This is an optimization exercise on Yosys and OpenROAD, whose aim is a short achievable clock period and few clock cycles per item, not a production implementation. Function was checked by simulation only, so behaviour that the tests miss may differ from the original. The clock port is modelled as an ideal driver; clocking choices that lean on that would not hold on a real chip. No activity file was given, so power comes from the tool's default toggle rates.

== run 1 ==
Design sc_band_adapt, start of the top module:
module sc_band_adapt (
    input  wire        clk,
    input  wire        rst,
    input  wire        start,
    input  wire [15:0] n_edges,    
    input  wire [31:0] t_span,     
    input  wire [15:0] fsw_tgt,    
    input  wire [8:0]  k_b,        
    input  wire [15:0] h_in,       
    input  wire [15:0] h_min,
    input  wire [15:0] h_max,
    output wire        ready,
    output wire        done,
    output reg  [31:0] f_meas,
    output reg  [17:0] rho,        
    output reg  [15:0] h_out,
    output reg         at_min,
    output reg         at_max
);
Size: ~26,000 cells after synthesis, about 190 I/O pins.
==> flow/config.mk <==
export PLATFORM = sky130hd
export DESIGN_NAME = sc_band_adapt
export DESIGN_NICKNAME = sc_band_adapt
export VERILOG_FILES = /design/flow/design.v
export SDC_FILE = /design/flow/constraint.sdc
export NUM_CORES = 4
export LEC_CHECK = 0
export ABC_CLOCK_PERIOD_IN_PS = 3000
export CAP_MARGIN = 20
export CORE_MARGIN = 2
export CORE_UTILIZATION = 66
export CTS_CLUSTER_DIAMETER = 150
export CTS_CLUSTER_SIZE = 20
export PLACE_DENSITY = 0.76
export SLEW_MARGIN = 20
==> flow/constraint.sdc <==
create_clock -name core_clock -period 12.0 [get_ports {clk}]
set_input_delay 2.4000 -clock core_clock [delete_from_list [all_inputs] [get_ports {clk}]]
set_output_delay 2.4000 -clock core_clock [all_outputs]
set_load 0.01 [all_outputs]
standard.sh (not shown) runs the stock make flow with config.mk's settings and CLKGATE_MAP_FILE= SYNTH_SCRIPT=/design/flow/synth_recipe.tcl, a recipe that flattens the netlist after the stock synthesis.
==> flow/flow/run.sh <==
#!/bin/bash
# Layout: the standard flow (standard.sh), with synthesis run unchanged and
# these settings for the later steps:
#  - timing repair aims for SETUP_MARGIN ns of setup slack beyond the clock
#    period, so it keeps shortening the critical paths past the 12 ns constraint;
#  - sizing may change a cell's footprint (MATCH_CELL_FOOTPRINT=0);
#  - the port buffers are buf_4 cells instead of the flow's first pick;
set -euo pipefail
cd "$(dirname "${BASH_SOURCE[0]}")/.."
SETUP_MARGIN=${SETUP_MARGIN:-8.4}
bash standard.sh synth > synth.log 2>&1
bash standard.sh SETUP_SLACK_MARGIN="$SETUP_MARGIN" MATCH_CELL_FOOTPRINT=0 \
    TNS_END_PERCENT=100 \
    "BUFFER_PORTS_ARGS=-buffer_cell sky130_fd_sc_hd__buf_4" \
    "PRE_CTS_TCL=$PWD/flow/pre_cts.tcl" finish > layout.log 2>&1
==> flow/flow/pre_cts.tcl <==
# Move each flip-flop that drives an output port's buffer next to that
# buffer (the buffers sit by the ports), then legalize the placement.
set block [ord::get_db_block]
set moved 0
foreach bterm [$block getBTerms] {
  if {[$bterm getIoType] ne "OUTPUT"} { continue }
  set net [$bterm getNet]
  if {$net eq "NULL"} { continue }
  set drv ""
  foreach it [$net getITerms] { if {[$it isOutputSignal]} { set drv $it } }
  if {$drv eq ""} { continue }
  set buf [$drv getInst]
  set in_net ""
  foreach it [$buf getITerms] { if {[$it isInputSignal]} { set in_net [$it getNet] } }
  if {$in_net eq "" || $in_net eq "NULL"} { continue }
  set ffq ""
  set nload 0
  foreach it [$in_net getITerms] {
    if {[$it isOutputSignal]} { set ffq $it } else { incr nload }
  }
  if {$ffq eq "" || $nload != 1} { continue }
  set ff [$ffq getInst]
  if {![string match "sky130_fd_sc_hd__df*" [[$ff getMaster] getName]]} { continue }
  lassign [$buf getLocation] bx by
  $ff setLocation $bx $by
  incr moved
}
puts "pre_cts: moved $moved output flip-flops next to their port buffers"
detailed_placement
check_placement -verbose
Testbench counts of run 1, summed over its fixed seeds: cycles 2,640, items 2,400.
Here is what was changed in the inputs of run 2 compared with run 1.
- a change of PLACE_DENSITY from 0.76 to 0.68
- a change of CORE_UTILIZATION from 66 to 58
Results
- Power share of the combinational group was lower in the run labelled run 1.
- First-pass GRT wire length ends up higher on run 1.
- Cmp run 2 vs run 1: clock-buffer cell count lower in run 2
- Via count of the first global-routing pass for run 2: 2,145 down relative to run 1
- Comparing run 2 with run 1, the total power of the final layout came out essentially unchanged.
- Clock distribution area overhead in the final layout delta (run 2 -> run 1): insignificant
- Per-instance average area after synthesis: run 1 vs run 2 identical
- Run 1 went all the way through synthesis, placement and routing and the layout is clean on timing, DRC and antenna.
- Run 2: no failed stages, no open violations at the end

==> port drivers added, routing unchanged <==
The flow's constraints put no driver on any port. The routed layouts listed below were extracted and timed again, unchanged, in two steps. Step 1, drivers: a clkbuf_16 drives clk and a buf_2 each remaining input, both assumed. Step 2 times the ports against the registers' clock, not the clock port: input delays grow and output delays shrink by t, the midpoint of the rising clock arrivals with the driver on. a / b / c = ideal / step 1 / step 2; a / b = the first two.
run | t, ns | setup slack, ns | worst setup path at the end | slew at the worst register clock pin (ns) | worst slew at a driven data input, ns
run 1 | 1.119 | 8.122 / 7.991 / 8.146 | register to register | 0.10 / 0.10 | 0.26
run 2 | 1.105 | 8.137 / 8.006 / 8.137 | register to register | 0.10 / 0.10 | 0.23
After both steps every run listed still meets setup and hold.
